Source: an optimization exercise on an open RTL-to-GDS flow (aim: small area, a short achievable clock period and few clock cycles per item). Production flows keep margins and buffers that such runs may drop.
In this exercise RTL edits were held to simulation tests only and were not proved equivalent to the original.

==> inputs of juniper <==
Design tmu_stats, start of the top module:
module tmu_stats (
    input  wire         clk,
    input  wire         rst,
    input  wire         in_valid,
    output reg          in_ready,
    input  wire [47:0]  in_count,
    input  wire [95:0]  in_sum,
    input  wire [127:0] in_sumsq,
    output reg          out_valid,
    output wire [63:0]  out_mean,
    output wire [63:0]  out_stddev
);
Settings: LEC_CHECK=0, ABC_CLOCK_PERIOD_IN_PS=3000, CAP_MARGIN=30, CORE_MARGIN=2, CORE_UTILIZATION=40, SETUP_SLACK_MARGIN=5, SLEW_MARGIN=30; clock period 10.0 ns.
run.sh (not shown) runs the stock make flow with config.mk's settings and CLKGATE_MAP_FILE= SYNTH_SCRIPT=/design/flow/synth_recipe.tcl, a recipe that flattens the netlist after the stock synthesis.
==> sierra: changes against juniper <==
--- a/flow/design.v
+++ b/flow/design.v
@@ -7,21 +7,21 @@
     input  wire [95:0]  in_sum,
     input  wire [127:0] in_sumsq,
     output reg          out_valid,
     output wire [63:0]  out_mean,
     output wire [63:0]  out_stddev
 );
-    localparam C = 38;               
+    localparam C = 36;               
     reg  [5:0] ph;                   
     wire       last = (ph == C - 1);  
     reg         m_v, m_sgn;
     reg         m_on;                
     reg  [33:0] m_n;                 
     reg  [94:0] m_q;
     reg  [63:0] m_u;
-    reg  [73:0] m_ux;                
+    reg  [69:0] m_ux;                
     reg  [98:0] m_cs, m_cc;          
     reg         m_cy;
     wire        in_sgn = in_sum[95];
     wire [63:0] in_u   = in_sum[63:0] ^ {64{in_sgn}};
     reg         m_n1, m_n2, m_nn, m_u1, m_u2, m_un;
     wire [2:0]  m_bn = last ? {in_count[1:0], 1'b0} : ({m_n[3:1]} & {3{ph < 6'd16}});
@@ -34,49 +34,46 @@
     wire [100:0] m_s1 = m_ra ^ m_rb ^ m_rc;
     wire [100:0] m_c1 = {(m_ra[99:0] & m_rb[99:0]) | (m_ra[99:0] & m_rc[99:0]) | (m_rb[99:0] & m_rc[99:0]), m_nn};
     wire [100:0] m_rd = {2'b0, ~m_un, {33{m_un}}, m_mu ^ {65{m_un}}};
     wire [100:0] m_s2 = m_s1 ^ m_c1 ^ m_rd;
     wire [100:0] m_c2 = {(m_s1[99:0] & m_c1[99:0]) | (m_s1[99:0] & m_rd[99:0]) | (m_c1[99:0] & m_rd[99:0]), m_un};
     wire [2:0]   m_lo = {1'b0, m_s2[1:0]} + {1'b0, m_c2[1:0]} + {2'b0, m_cy};
-    wire [52:0]  m_dh = m_cs[52:0] + m_cc[52:0] + {52'd0, m_cy};    
+    wire [56:0]  m_dh = m_cs[56:0] + m_cc[56:0] + {56'd0, m_cy};    
     reg          s_v, s_sgn;
     reg  [32:0]  s_n;
     reg  [63:0]  s_u;
-    reg  [137:0] s_x;                
+    reg  [129:0] s_x;                
     reg  [69:0]  s_r;                
     reg  [70:0]  s_rem;              
-    wire [74:0]  s_w   = {s_rem, s_x[137:134]};
+    wire [74:0]  s_w   = {s_rem, s_x[129:126]};
     wire [73:0]  s_d1;
     wire [75:0]  s_d2a, s_d2b;
     wire         s_c1, s_c2a;
-    padd #(.W(73)) s_a1 (.a({s_rem, s_x[137:136]}), .b(~{1'b0, s_r, 2'b01}),
+    padd #(.W(73)) s_a1 (.a({s_rem, s_x[129:128]}), .b(~{1'b0, s_r, 2'b01}),
                          .cin(1'b1), .s(s_d1[72:0]), .cout(s_c1));
     padd #(.W(75)) s_a2 (.a(s_w), .b(~{2'b0, s_r, 3'b001}),
                          .cin(1'b1), .s(s_d2a[74:0]), .cout(s_c2a));
     wire [74:0]  s_y   = ~{1'b0, s_r, 4'b1000};
     wire [74:0]  s_z   = ~{2'b0, s_r, 3'b001};
     wire [74:0]  s_ps  = s_w ^ s_y ^ s_z;
     wire [74:0]  s_pc  = {(s_w[73:0] & s_y[73:0]) | (s_w[73:0] & s_z[73:0]) | (s_y[73:0] & s_z[73:0]), 1'b1};
     wire         s_k;
     padd #(.W(75)) s_a3 (.a(s_ps), .b(s_pc), .cin(1'b1), .s(s_d2b[74:0]), .cout(s_k));
     wire         s_g1  = s_c1;
     wire         s_c2b = s_k & ((s_w[74] & s_y[74]) | (s_w[74] & s_z[74]) | (s_y[74] & s_z[74]));
     wire         s_g2  = s_g1 ? s_c2b : s_c2a;
-    wire [70:0]  s_nrem = s_g1 ? (s_c2b ? s_d2b[70:0] : {s_d1[68:0], s_x[135:134]})
+    wire [70:0]  s_nrem = s_g1 ? (s_c2b ? s_d2b[70:0] : {s_d1[68:0], s_x[127:126]})
                                : (s_c2a ? s_d2a[70:0] : s_w[70:0]);
     wire [63:0]  s_abs = s_u + {63'd0, s_sgn};
     reg          q_v, q_sgn, q_sex;
     reg  [32:0]  q_n;
-    reg  [36:0]  q_qm, q_qs;         
+    reg  [37:0]  q_qm, q_qs;         
     reg  [32:0]  q_rm, q_rs;         
-    wire [33:0]  q_shm = {q_rm, q_qm[36]};
-    wire [33:0]  q_shs = {q_rs, q_qs[36]};
-    wire [33:0]  q_dm, q_ds;
-    wire         q_gm, q_gs;
-    padd #(.W(34)) q_am (.a(q_shm), .b(~{1'b0, q_n}), .cin(1'b1), .s(q_dm), .cout(q_gm));
-    padd #(.W(34)) q_as (.a(q_shs), .b(~{1'b0, q_n}), .cin(1'b1), .s(q_ds), .cout(q_gs));
+    wire [70:0]  q_stm, q_sts;
+    dstep2 q_dm (.rem(q_rm), .dq(q_qm), .dv(q_n), .out(q_stm));
+    dstep2 q_ds (.rem(q_rs), .dq(q_qs), .dv(q_n), .out(q_sts));
     wire        q_zero = (q_n == 33'd0);
     wire [36:0] q_tm   = q_qm[36:0];
     wire [36:0] q_ts   = q_qs[36:0];
     wire        q_im   = q_tm[0] & ~((q_rm == 33'd0) & ~q_tm[1]);
     wire        q_is   = q_ts[0] & ~(q_sex & (q_rs == 33'd0) & ~q_ts[1]);
     wire [36:0] q_mean = ({1'b0, q_tm[36:1]} ^ {37{q_sgn}}) + {36'd0, q_sgn ^ q_im};
@@ -102,13 +99,13 @@
             m_n1      <= m_bn[1] ^ m_bn[0];
             m_n2      <= (m_bn == 3'b100) | (m_bn == 3'b011);
             m_nn      <= m_bn[2];
             m_u1      <= m_bu[1] ^ m_bu[0];
             m_u2      <= (m_bu == 3'b100) | (m_bu == 3'b011);
             m_un      <= ~m_bu[2];
-            out_valid <= q_v && last;
+            out_valid <= q_v && (ph == 6'd19);
             m_v       <= last ? in_valid : m_v;
             s_v       <= last ? m_v : s_v;
             q_v       <= last ? s_v : q_v;
         end
     end
     always @(posedge clk) begin
@@ -116,45 +113,66 @@
         o_sd   <= q_zero ? 36'd0 : q_sd;
         if (last) begin
             m_n   <= {1'b0, in_count[32:0]};
             m_q   <= in_sumsq[94:0];
             m_u   <= in_u;
             m_sgn <= in_sgn;
-            m_ux  <= {10'd0, in_u};
+            m_ux  <= {6'd0, in_u};
             m_cs  <= in_sgn ? {1'b0, {33{1'b1}}, in_sum[63:0], 1'b1} : {1'b1, 98'd0};
             m_cc  <= 99'd0;
             m_cy  <= 1'b0;
             s_n   <= m_n[32:0];
             s_u   <= m_u;
             s_sgn <= m_sgn;
-            s_x   <= {11'b0, m_dh, m_ux};
+            s_x   <= {3'b0, m_dh, m_ux};
             s_r   <= 70'd0;
             s_rem <= 71'd0;
             q_n   <= s_n;
             q_sgn <= s_sgn;
             q_sex <= (s_rem == 71'd0);
-            q_rm  <= {1'b0, s_abs[63:32]};
-            q_qm  <= {s_abs[31:0], 5'd0};
-            q_rs  <= s_r[69:37];
-            q_qs  <= s_r[36:0];
+            q_rm  <= {2'b0, s_abs[63:33]};
+            q_qm  <= {s_abs[32:0], 5'd0};
+            q_rs  <= {1'b0, s_r[69:38]};
+            q_qs  <= s_r[37:0];
         end else begin
             if (m_on)
                 m_n <= {m_n[1:0], m_n[33:2]};
             m_cs  <= m_s2[100:2];
             m_cc  <= m_c2[100:2];
             m_cy  <= m_lo[2];
-            m_ux  <= {m_lo[1:0], m_ux[73:2]};
-            s_x   <= {s_x[133:0], 4'd0};
+            m_ux  <= {m_lo[1:0], m_ux[69:2]};
+            s_x   <= {s_x[125:0], 4'd0};
             s_r   <= {s_r[67:0], s_g1, s_g2};
             s_rem <= s_nrem;
-            q_rm  <= q_gm ? q_dm[32:0] : q_shm[32:0];
-            q_qm  <= {q_qm[35:0], q_gm};
-            q_rs  <= q_gs ? q_ds[32:0] : q_shs[32:0];
-            q_qs  <= {q_qs[35:0], q_gs};
+            {q_rm, q_qm} <= q_stm;
+            {q_rs, q_qs} <= q_sts;
         end
     end
+endmodule
+module dstep2 (
+    input  wire [32:0] rem,
+    input  wire [37:0] dq,
+    input  wire [32:0] dv,
+    output wire [70:0] out
+);
+    wire [34:0] w = {rem, dq[37:36]};
+    wire [33:0] d1;
+    wire [34:0] d2a, d2b;
+    wire        g1, c2a, k;
+    padd #(.W(34)) a1 (.a({rem, dq[37]}), .b(~{1'b0, dv}), .cin(1'b1), .s(d1), .cout(g1));
+    padd #(.W(35)) a2 (.a(w), .b(~{2'b0, dv}), .cin(1'b1), .s(d2a), .cout(c2a));
+    wire [34:0] y  = ~{2'b0, dv};
+    wire [34:0] z  = ~{1'b0, dv, 1'b0};
+    wire [34:0] ps = w ^ y ^ z;
+    wire [34:0] pc = {(w[33:0] & y[33:0]) | (w[33:0] & z[33:0]) | (y[33:0] & z[33:0]), 1'b1};
+    padd #(.W(35)) a3 (.a(ps), .b(pc), .cin(1'b1), .s(d2b), .cout(k));
+    wire c2b = k & ((w[34] & y[34]) | (w[34] & z[34]) | (y[34] & z[34]));
+    wire g2  = g1 ? c2b : c2a;
+    assign out = {g1 ? (c2b ? d2b[32:0] : {d1[31:0], dq[36]})
+                     : (c2a ? d2a[32:0] : w[32:0]),
+                  dq[35:0], g1, g2};
 endmodule
 module padd #(parameter W = 8) (
     input  wire [W-1:0] a,
     input  wire [W-1:0] b,
     input  wire         cin,
     output wire [W-1:0] s,
==> flow/config.mk (replaced) <==
export PLATFORM = sky130hd
export DESIGN_NAME = tmu_stats
export DESIGN_NICKNAME = tmu_stats
export VERILOG_FILES = /design/flow/design.v
export SDC_FILE = /design/flow/constraint.sdc
export NUM_CORES = 4
export LEC_CHECK = 0
export ABC_CLOCK_PERIOD_IN_PS = 3000
export CAP_MARGIN = 20
export CORE_MARGIN = 2
export CORE_UTILIZATION = 40
export SETUP_SLACK_MARGIN = 5
export SLEW_MARGIN = 20
==> ember: changes against juniper <==
==> flow/flow/run.sh (new file) <==
#!/bin/bash
# Standard synthesis, then the standard layout with a larger setup margin
# for repair_timing (the SDC is unchanged).
set -euo pipefail
bash standard.sh synth > synth.log 2>&1
bash standard.sh SETUP_SLACK_MARGIN=6.3 finish > layout.log 2>&1
==> flow/standard.sh (new file) <==
#!/bin/bash
# synth_recipe.tcl (not shown) runs the flow's synth.tcl, then flattens the netlist and writes it again
# the make line also repeats each setting of config.mk as NAME=value (left out here)
make -C /OpenROAD-flow-scripts/flow DESIGN_CONFIG=/design/flow/config.mk WORK_HOME=/design/flow/orfs CLKGATE_MAP_FILE= SYNTH_SCRIPT=/design/flow/synth_recipe.tcl "${@:-finish}"
--- a/flow/config.mk
+++ b/flow/config.mk
@@ -6,8 +6,7 @@
 export NUM_CORES = 4
 export LEC_CHECK = 0
 export ABC_CLOCK_PERIOD_IN_PS = 3000
 export CAP_MARGIN = 30
 export CORE_MARGIN = 2
 export CORE_UTILIZATION = 40
-export SETUP_SLACK_MARGIN = 5
 export SLEW_MARGIN = 30
removed: flow/run.sh
==> comparison <==
Non-clock buffer count: juniper < sierra < ember. In ember the sequential cell count is higher than in sierra, by 10. Of ember and sierra, sierra has the higher die area (gap 12%, measured against sierra). Register-to-register slack, lowest first: sierra, juniper, ember. Between ember and juniper, the lower cell area is in juniper (gap about 5%, measured against juniper). The highest core utilization belongs to ember, the lowest to sierra. Final cell count, highest first: sierra, ember, juniper. The lowest critical path depth belongs to juniper, the highest to ember. Clock skew: juniper < sierra < ember. juniper completed without violations. ember passed the timing, DRC and antenna checks. sierra finished clean. In juniper the first-iteration DRC count is lower than in sierra, by 33%.
Testbench counts of juniper, summed over its fixed seeds: cycles 91,824, items 2,400.
Testbench counts of sierra, summed over its fixed seeds: cycles 86,864, items 2,400.
Testbench counts of ember, summed over its fixed seeds: cycles 91,824, items 2,400.

-- re-timing with driven ports --
How much do the figures lean on ideal ports? The routed layouts below were timed once more, with nothing changed but the port constraints.
Step 1 assumes that a clkbuf_16 drives the clock port and a buf_2 every other input.
Step 2 times the ports against the registers' clock, not the clock port: input delays grow and output delays shrink by t, the midpoint of the rising clock arrivals with the driver on.
a / b / c = ideal ports / drivers / drivers and shift; a / b = the first two.
run	t (ns)	slack for setup (ns)	hold WS [ns]	worst setup path at the end	worst register clock-pin slew, ns
juniper	0.829	5.164 / 5.164 / 5.164	0.401 / 0.401 / 0.401	register to register	0.06 / 0.06
sierra	0.853	5.046 / 5.046 / 5.046	0.402 / 0.402 / 0.402	register to register	0.07 / 0.07
ember	0.819	5.895 / 5.895 / 5.895	0.419 / 0.419 / 0.419	register to register	0.07 / 0.07
After both steps every run listed still meets setup and hold.
